This design comes from an exercise in tuning for small area, a short achievable clock period and few clock cycles on the open sky130 flow, not from production work. In this exercise RTL edits were held to simulation tests only and were not proved equivalent to the original.

<file path="flow/config.mk">
export PLATFORM = sky130hd
export DESIGN_NAME = ecath_enc
export DESIGN_NICKNAME = ecath_enc
export VERILOG_FILES = /design/flow/design.v
export SDC_FILE = /design/flow/constraint.sdc
export NUM_CORES = 8
export LEC_CHECK = 0
export CAP_MARGIN = 20
export CORE_MARGIN = 2
export CORE_UTILIZATION = 30
export PLACE_DENSITY = 0.5
export SLEW_MARGIN = 20
</file>
<file path="flow/constraint.sdc">
create_clock -name core_clock -period 11.5 [get_ports {clk}]
set_input_delay 2.3000 -clock core_clock [delete_from_list [all_inputs] [get_ports {clk}]]
set_output_delay 2.3000 -clock core_clock [all_outputs]
set_load 0.01 [all_outputs]
</file>
<file path="flow/design.v">
module gf_inv (
    input  wire [7:0] a,
    output reg  [7:0] y
);
    always @(*) begin
        case (a)
            8'h00: y = 8'h00;
            8'h01: y = 8'h01;
            8'h02: y = 8'h8e;
            8'h03: y = 8'hf4;
            8'h04: y = 8'h47;
            8'h05: y = 8'ha7;
            8'h06: y = 8'h7a;
            8'h07: y = 8'hba;
            8'h08: y = 8'had;
            8'h09: y = 8'h9d;
            8'h0a: y = 8'hdd;
            8'h0b: y = 8'h98;
            8'h0c: y = 8'h3d;
            8'h0d: y = 8'haa;
            8'h0e: y = 8'h5d;
            8'h0f: y = 8'h96;
            8'h10: y = 8'hd8;
            8'h11: y = 8'h72;
            8'h12: y = 8'hc0;
            8'h13: y = 8'h58;
            8'h14: y = 8'he0;
            8'h15: y = 8'h3e;
            8'h16: y = 8'h4c;
            8'h17: y = 8'h66;
            8'h18: y = 8'h90;
            8'h19: y = 8'hde;
            8'h1a: y = 8'h55;
            8'h1b: y = 8'h80;
            8'h1c: y = 8'ha0;
            8'h1d: y = 8'h83;
            8'h1e: y = 8'h4b;
            8'h1f: y = 8'h2a;
            8'h20: y = 8'h6c;
            8'h21: y = 8'hed;
            8'h22: y = 8'h39;
            8'h23: y = 8'h51;
            8'h24: y = 8'h60;
            8'h25: y = 8'h56;
            8'h26: y = 8'h2c;
            8'h27: y = 8'h8a;
            8'h28: y = 8'h70;
            8'h29: y = 8'hd0;
            8'h2a: y = 8'h1f;
            8'h2b: y = 8'h4a;
            8'h2c: y = 8'h26;
            8'h2d: y = 8'h8b;
            8'h2e: y = 8'h33;
            8'h2f: y = 8'h6e;
            8'h30: y = 8'h48;
            8'h31: y = 8'h89;
            8'h32: y = 8'h6f;
            8'h33: y = 8'h2e;
            8'h34: y = 8'ha4;
            8'h35: y = 8'hc3;
            8'h36: y = 8'h40;
            8'h37: y = 8'h5e;
            8'h38: y = 8'h50;
            8'h39: y = 8'h22;
            8'h3a: y = 8'hcf;
            8'h3b: y = 8'ha9;
            8'h3c: y = 8'hab;
            8'h3d: y = 8'h0c;
            8'h3e: y = 8'h15;
            8'h3f: y = 8'he1;
            8'h40: y = 8'h36;
            8'h41: y = 8'h5f;
            8'h42: y = 8'hf8;
            8'h43: y = 8'hd5;
            8'h44: y = 8'h92;
            8'h45: y = 8'h4e;
            8'h46: y = 8'ha6;
            8'h47: y = 8'h04;
            8'h48: y = 8'h30;
            8'h49: y = 8'h88;
            8'h4a: y = 8'h2b;
            8'h4b: y = 8'h1e;
            8'h4c: y = 8'h16;
            8'h4d: y = 8'h67;
            8'h4e: y = 8'h45;
            8'h4f: y = 8'h93;
            8'h50: y = 8'h38;
            8'h51: y = 8'h23;
            8'h52: y = 8'h68;
            8'h53: y = 8'h8c;
            8'h54: y = 8'h81;
            8'h55: y = 8'h1a;
            8'h56: y = 8'h25;
            8'h57: y = 8'h61;
            8'h58: y = 8'h13;
            8'h59: y = 8'hc1;
            8'h5a: y = 8'hcb;
            8'h5b: y = 8'h63;
            8'h5c: y = 8'h97;
            8'h5d: y = 8'h0e;
            8'h5e: y = 8'h37;
            8'h5f: y = 8'h41;
            8'h60: y = 8'h24;
            8'h61: y = 8'h57;
            8'h62: y = 8'hca;
            8'h63: y = 8'h5b;
            8'h64: y = 8'hb9;
            8'h65: y = 8'hc4;
            8'h66: y = 8'h17;
            8'h67: y = 8'h4d;
            8'h68: y = 8'h52;
            8'h69: y = 8'h8d;
            8'h6a: y = 8'hef;
            8'h6b: y = 8'hb3;
            8'h6c: y = 8'h20;
            8'h6d: y = 8'hec;
            8'h6e: y = 8'h2f;
            8'h6f: y = 8'h32;
            8'h70: y = 8'h28;
            8'h71: y = 8'hd1;
            8'h72: y = 8'h11;
            8'h73: y = 8'hd9;
            8'h74: y = 8'he9;
            8'h75: y = 8'hfb;
            8'h76: y = 8'hda;
            8'h77: y = 8'h79;
            8'h78: y = 8'hdb;
            8'h79: y = 8'h77;
            8'h7a: y = 8'h06;
            8'h7b: y = 8'hbb;
            8'h7c: y = 8'h84;
            8'h7d: y = 8'hcd;
            8'h7e: y = 8'hfe;
            8'h7f: y = 8'hfc;
            8'h80: y = 8'h1b;
            8'h81: y = 8'h54;
            8'h82: y = 8'ha1;
            8'h83: y = 8'h1d;
            8'h84: y = 8'h7c;
            8'h85: y = 8'hcc;
            8'h86: y = 8'he4;
            8'h87: y = 8'hb0;
            8'h88: y = 8'h49;
            8'h89: y = 8'h31;
            8'h8a: y = 8'h27;
            8'h8b: y = 8'h2d;
            8'h8c: y = 8'h53;
            8'h8d: y = 8'h69;
            8'h8e: y = 8'h02;
            8'h8f: y = 8'hf5;
            8'h90: y = 8'h18;
            8'h91: y = 8'hdf;
            8'h92: y = 8'h44;
            8'h93: y = 8'h4f;
            8'h94: y = 8'h9b;
            8'h95: y = 8'hbc;
            8'h96: y = 8'h0f;
            8'h97: y = 8'h5c;
            8'h98: y = 8'h0b;
            8'h99: y = 8'hdc;
            8'h9a: y = 8'hbd;
            8'h9b: y = 8'h94;
            8'h9c: y = 8'hac;
            8'h9d: y = 8'h09;
            8'h9e: y = 8'hc7;
            8'h9f: y = 8'ha2;
            8'ha0: y = 8'h1c;
            8'ha1: y = 8'h82;
            8'ha2: y = 8'h9f;
            8'ha3: y = 8'hc6;
            8'ha4: y = 8'h34;
            8'ha5: y = 8'hc2;
            8'ha6: y = 8'h46;
            8'ha7: y = 8'h05;
            8'ha8: y = 8'hce;
            8'ha9: y = 8'h3b;
            8'haa: y = 8'h0d;
            8'hab: y = 8'h3c;
            8'hac: y = 8'h9c;
            8'had: y = 8'h08;
            8'hae: y = 8'hbe;
            8'haf: y = 8'hb7;
            8'hb0: y = 8'h87;
            8'hb1: y = 8'he5;
            8'hb2: y = 8'hee;
            8'hb3: y = 8'h6b;
            8'hb4: y = 8'heb;
            8'hb5: y = 8'hf2;
            8'hb6: y = 8'hbf;
            8'hb7: y = 8'haf;
            8'hb8: y = 8'hc5;
            8'hb9: y = 8'h64;
            8'hba: y = 8'h07;
            8'hbb: y = 8'h7b;
            8'hbc: y = 8'h95;
            8'hbd: y = 8'h9a;
            8'hbe: y = 8'hae;
            8'hbf: y = 8'hb6;
            8'hc0: y = 8'h12;
            8'hc1: y = 8'h59;
            8'hc2: y = 8'ha5;
            8'hc3: y = 8'h35;
            8'hc4: y = 8'h65;
            8'hc5: y = 8'hb8;
            8'hc6: y = 8'ha3;
            8'hc7: y = 8'h9e;
            8'hc8: y = 8'hd2;
            8'hc9: y = 8'hf7;
            8'hca: y = 8'h62;
            8'hcb: y = 8'h5a;
            8'hcc: y = 8'h85;
            8'hcd: y = 8'h7d;
            8'hce: y = 8'ha8;
            8'hcf: y = 8'h3a;
            8'hd0: y = 8'h29;
            8'hd1: y = 8'h71;
            8'hd2: y = 8'hc8;
            8'hd3: y = 8'hf6;
            8'hd4: y = 8'hf9;
            8'hd5: y = 8'h43;
            8'hd6: y = 8'hd7;
            8'hd7: y = 8'hd6;
            8'hd8: y = 8'h10;
            8'hd9: y = 8'h73;
            8'hda: y = 8'h76;
            8'hdb: y = 8'h78;
            8'hdc: y = 8'h99;
            8'hdd: y = 8'h0a;
            8'hde: y = 8'h19;
            8'hdf: y = 8'h91;
            8'he0: y = 8'h14;
            8'he1: y = 8'h3f;
            8'he2: y = 8'he6;
            8'he3: y = 8'hf0;
            8'he4: y = 8'h86;
            8'he5: y = 8'hb1;
            8'he6: y = 8'he2;
            8'he7: y = 8'hf1;
            8'he8: y = 8'hfa;
            8'he9: y = 8'h74;
            8'hea: y = 8'hf3;
            8'heb: y = 8'hb4;
            8'hec: y = 8'h6d;
            8'hed: y = 8'h21;
            8'hee: y = 8'hb2;
            8'hef: y = 8'h6a;
            8'hf0: y = 8'he3;
            8'hf1: y = 8'he7;
            8'hf2: y = 8'hb5;
            8'hf3: y = 8'hea;
            8'hf4: y = 8'h03;
            8'hf5: y = 8'h8f;
            8'hf6: y = 8'hd3;
            8'hf7: y = 8'hc9;
            8'hf8: y = 8'h42;
            8'hf9: y = 8'hd4;
            8'hfa: y = 8'he8;
            8'hfb: y = 8'h75;
            8'hfc: y = 8'h7f;
            8'hfd: y = 8'hff;
            8'hfe: y = 8'h7e;
            8'hff: y = 8'hfd;
            default: y = 8'h00;
        endcase
    end
endmodule
module gf_mul (
    input  wire [7:0] a,
    input  wire [7:0] b,
    output reg  [7:0] y
);
    integer n;
    reg [7:0] aa;
    always @(*) begin
        y  = 8'h00;
        aa = a;
        for (n = 0; n < 8; n = n + 1) begin
            if (b[n])
                y = y ^ aa;
            aa = {aa[6:0], 1'b0} ^ (aa[7] ? 8'h1d : 8'h00);
        end
    end
endmodule
module ecath_enc (
    input  wire        clk,
    input  wire        rst,
    input  wire        s_valid,
    output wire        s_ready,
    input  wire [31:0] s_data,
    input  wire [6:0]  s_k,       
    input  wire [3:0]  s_m,       
    output wire        m_valid,
    input  wire        m_ready,
    output wire [31:0] m_data,
    output wire        m_last
);
    localparam MAXM  = 8;
    localparam LANES = 4;
    localparam ST_IN  = 1'b0;
    localparam ST_OUT = 1'b1;
    reg        state;
    reg [6:0]  k_r;
    reg [3:0]  m_r;
    reg [6:0]  idx;      
    reg [2:0]  oj;       
    reg [32*MAXM-1:0] acc;   
    wire       first = (idx == 7'd0);
    wire [6:0] k_cur = first ? s_k : k_r;
    wire [3:0] m_cur = first ? s_m : m_r;
    wire [7:0] mi    = {4'd0, m_cur} + {1'b0, idx};
    wire       s_fire = s_valid && s_ready;
    wire       m_fire = m_valid && m_ready;
    assign s_ready = (state == ST_IN);
    assign m_valid = (state == ST_OUT);
    assign m_data  = acc[32*oj +: 32];
    assign m_last  = ({1'b0, oj} == m_r - 4'd1);
    wire [7:0]  den  [0:MAXM-1];
    wire [7:0]  dinv [0:MAXM-1];
    wire [7:0]  coef [0:MAXM-1];
    wire [31:0] prod [0:MAXM-1];
    genvar j, b;
    generate
        for (j = 0; j < MAXM; j = j + 1) begin : g_row
            assign den[j] = mi ^ j;
            gf_inv u_inv (.a(den[j]), .y(dinv[j]));
            gf_mul u_coef (.a(mi), .b(dinv[j]), .y(coef[j]));
            for (b = 0; b < LANES; b = b + 1) begin : g_lane
                gf_mul u_mul (.a(s_data[8*b +: 8]), .b(coef[j]), .y(prod[j][8*b +: 8]));
            end
        end
    endgenerate
    integer r;
    always @(posedge clk) begin
        if (rst) begin
            state <= ST_IN;
            idx   <= 7'd0;
            oj    <= 3'd0;
        end else begin
            case (state)
                ST_IN: begin
                    if (s_fire) begin
                        if (first) begin
                            k_r <= s_k;
                            m_r <= s_m;
                        end
                        for (r = 0; r < MAXM; r = r + 1)
                            acc[32*r +: 32] <= (first ? 32'd0 : acc[32*r +: 32]) ^ prod[r];
                        if (idx + 7'd1 == k_cur) begin
                            idx   <= 7'd0;
                            oj    <= 3'd0;
                            state <= ST_OUT;
                        end else begin
                            idx <= idx + 7'd1;
                        end
                    end
                end
                ST_OUT: begin
                    if (m_fire) begin
                        if (m_last)
                            state <= ST_IN;
                        else
                            oj <= oj + 3'd1;
                    end
                end
            endcase
        end
    end
endmodule
</file>
<file path="flow/run.sh">
#!/bin/bash
# synth_recipe.tcl (not shown) runs the flow's synth.tcl, then flattens the netlist and writes it again
# the make line also repeats each setting of config.mk as NAME=value (left out here)
make -C /OpenROAD-flow-scripts/flow DESIGN_CONFIG=/design/flow/config.mk WORK_HOME=/design/flow/orfs CLKGATE_MAP_FILE= SYNTH_SCRIPT=/design/flow/synth_recipe.tcl finish
</file>
==> reports/metrics.cfg <==
[logic_synthesis]
ys_ff_latch = 278
synth_area_leaders = xnor2_1, edfxtp_1, nand2_1
ys_seq_area_share_pct = 11.9
synth_cell_types = 122
synth_top_family_by_area = XOR/XNOR gates
yosys-top-cells-count = xnor2_1, nand2_1, nor2_1
synth_top_area_share_pct = 20.9
synth_compound_area_share_pct = 24.0
synth-edff-count = 267
syn_inst = 9903
yosysTopAreaCell = xnor2_1
synthAdderAreaFrac_pct = 0.553
synth.avg_cell_area_sq_um = 6.99
synthArstFlopShare_pct = 0
yosysWarnings = 3
synth_fp_nets = 9980
yosysMostFrequentCell = xnor2_1
synthFlopType = edfxtp_1
syn_area_sq_um = 69200
synthSimpleGateAreaFrac_pct = 21.3
synthMuxAreaShare_pct = 5.54
synthXorXnorAreaFrac_pct = 29.5

[setup_path]
max_stage_delay_ns = 0.92
arrival_ns = 11.33
cp_slowest_cell = and3_1
critPathBufInv = 7
required_ns = 11.95
crit_fanout = 22
crit_top_cell = buf_4
path_class = in -> reg
end_kind = flip-flop
start_kind = primary input
timing.critical_path.max_delay_family = simple AND/OR/NAND/NOR gates

[drt]
ant_nets = 0
first_pass_iters = 10
via_count = 97678
wire_per_inst_um = 50.0
wl_um = 696000
remaining_drc_errors = 0
via_per_inst = 7.02
drt_iter0_drc = 19683

[grt]
grt_max_degree = 112
grt_usage_pct = 56.8
grt_pass1_vias = 87704
overflow = 0
grt_pass1_wl_um = 893000
antenna_found_initial = 125

[layout]
num-nets-final = 10836
nFillCells = 24130
final_cells = 13921
final_area_sq_um = 87500
area_delta_synth_final_pct = 26.5
drive_gt1_share_pct = 21.6

[clock_tree]
cts_resized = 0
clkTransAtPathRegs_ns = 0.06
cts_tree = built
clkLatencyLatePin_ns = 0.73
cts.sinks = 278
root_buffer = clkbuf_16
cts_made_buffers = 47
clockBufferDepth = 3
post-cts-setup-buffers = 0
htreeDepth = 2
postCtsHoldBufs = 0

[timing]
hold_viol_final = 0
finalMaxSlewViolations = 0
hold_ws_ns = 0.580
rsz0062_at_grt = no
slew_headroom_pct = 6.90
setup_viol = 0
max_clock_freq_mhz = 91.9
worst_slack_ns = 0.621
post-route-period-util_pct = 94.6
worst_slew_pin_slew_ns = 1.39
period_minus_slack_ns = 10.88
finalClockSkew_ns = 0.0609

[place]
port_buffers = 81
place_hpwl_um = 524000
place_congestion = 1.19
dp_slack_ns = 0.575
dpl-instance-area_sq_um = 85600
placed_cells = 13731

[floorplan]
dieArea_sq_um = 234000
core_region_area_sq_um = 230000
num_rows = 176
die_h_um = 484
start_util_pct = 30.1
ios = 82
dieWidth_um = 484

[hold_path]
min_path_type = reg -> reg

[flow_run]
max-cap-violations = 0

[outcome]
status = no timing/DRC/antenna violations

==> area by class of cell <==
class                      count  area, sq um  share of cell area (%)
tap                         3026         3790                    4.33
sequential                   278         8250                    9.43
clock inverter                29          344                   0.393
multi-input combinational   8551        57500                    65.7
inverter                      58          220                   0.252
antenna                      106          265                   0.303
clock buffer                  50         1190                    1.36
timing repair buffer        1823        15900                    18.2
==> cell usage in the layout (no fill, tap or decap), drive strengths merged, types with 37 or more instances in the layout <==
cell type,synthesis,final
a211oi,226,226
or2,38,38
nand2,1443,1443
a21oi,630,630
a221oi,51,51
xnor3,82,82
o211ai,140,140
buf,470,1761
mux2i,130,130
a22oi,112,112
nand2b,56,56
a31oi,89,89
diode,0,106
nor2,1371,1371
o31ai,54,54
clkbuf,546,51
a311oi,37,37
xor2,397,397
xnor2,1675,1675
nor4,38,38
clkdlybuf4s50,0,61
inv,45,48
o21ai,708,708
mux2,57,57
mux4,84,84
nand3,161,161
o22ai,101,101
o221ai,39,39
nand4,50,50
a32oi,43,43
nor3,193,193
and2,40,40
edfxtp,267,267
==> path summary, 6_finish.rpt <==
path / endpoint / start / depth (start not counted) / slack [ns]
worst max-delay path: acc[170] / s_m[2] / 25 / 0.62
worst min-delay path: k_r[1] / k_r[1] / 1 / 0.58
worst max register to register: acc[170] / idx[4] / 27 / 1.21
worst min register to register: k_r[1] / k_r[1] / 1 / 0.58
==> kinds of logic after synthesis <==
| family | after synthesis |
|---|---|
| buf+inv | 1074 |
| xor+xnor | 2162 |
| compound gates | 2566 |
| mux | 271 |
| flops | 278 |
| simple gates | 3522 |
| fa+ha+maj | 30 |
==> metal layers <==
layer	wire length [um]	track usage, %
met5	946	0.939
met4	73100	47.0
met3	116000	31.3
met2	257000	74.2
met1	248000	66.6
==> flip-flops by register name (all words and copies together), names as in the netlist <==
name and cells:
oj 3, idx 7, m_r 4, state 1
k_r 7, acc 256
==> metrics by stage <==
step	utilization, %	TNS, ns
after global routing	38.0	0
after CTS	37.9	0
after floorplan	-	0
after detailed placement	37.3	0
final	38.1	0
after global placement	37.2	-0.528
Testbench counts, summed over its fixed seeds: cycles 41,605.

re-timing with driven ports:
How much do the figures lean on ideal ports? The routed layout below was timed once more, with nothing changed but the port constraints.
Step 1 (the two cells are an assumption about what drives the block):
set clk [get_ports {clk}]
set_driving_cell -lib_cell sky130_fd_sc_hd__clkbuf_16 $clk
set_driving_cell -lib_cell sky130_fd_sc_hd__buf_2 [delete_from_list [all_inputs] $clk]
Step 2 also shifts input and output timing later by t, the mid clock arrival at the registers, as if the neighbouring blocks saw the same clock.
Slacks: ideal / step 1 / step 2; pairs: ideal / step 1.
shift t [ns]: 0.798
setup slack, ns: 0.621 / 0.693 / -0.105
hold slack, ns: 0.580 / 0.580 / 0.580
With both steps, setup timing fails in this run, where it was met with ideal ports. For this run, drivers alone change the setup slack by +0.072 ns; drivers and shift together by -0.726 ns.
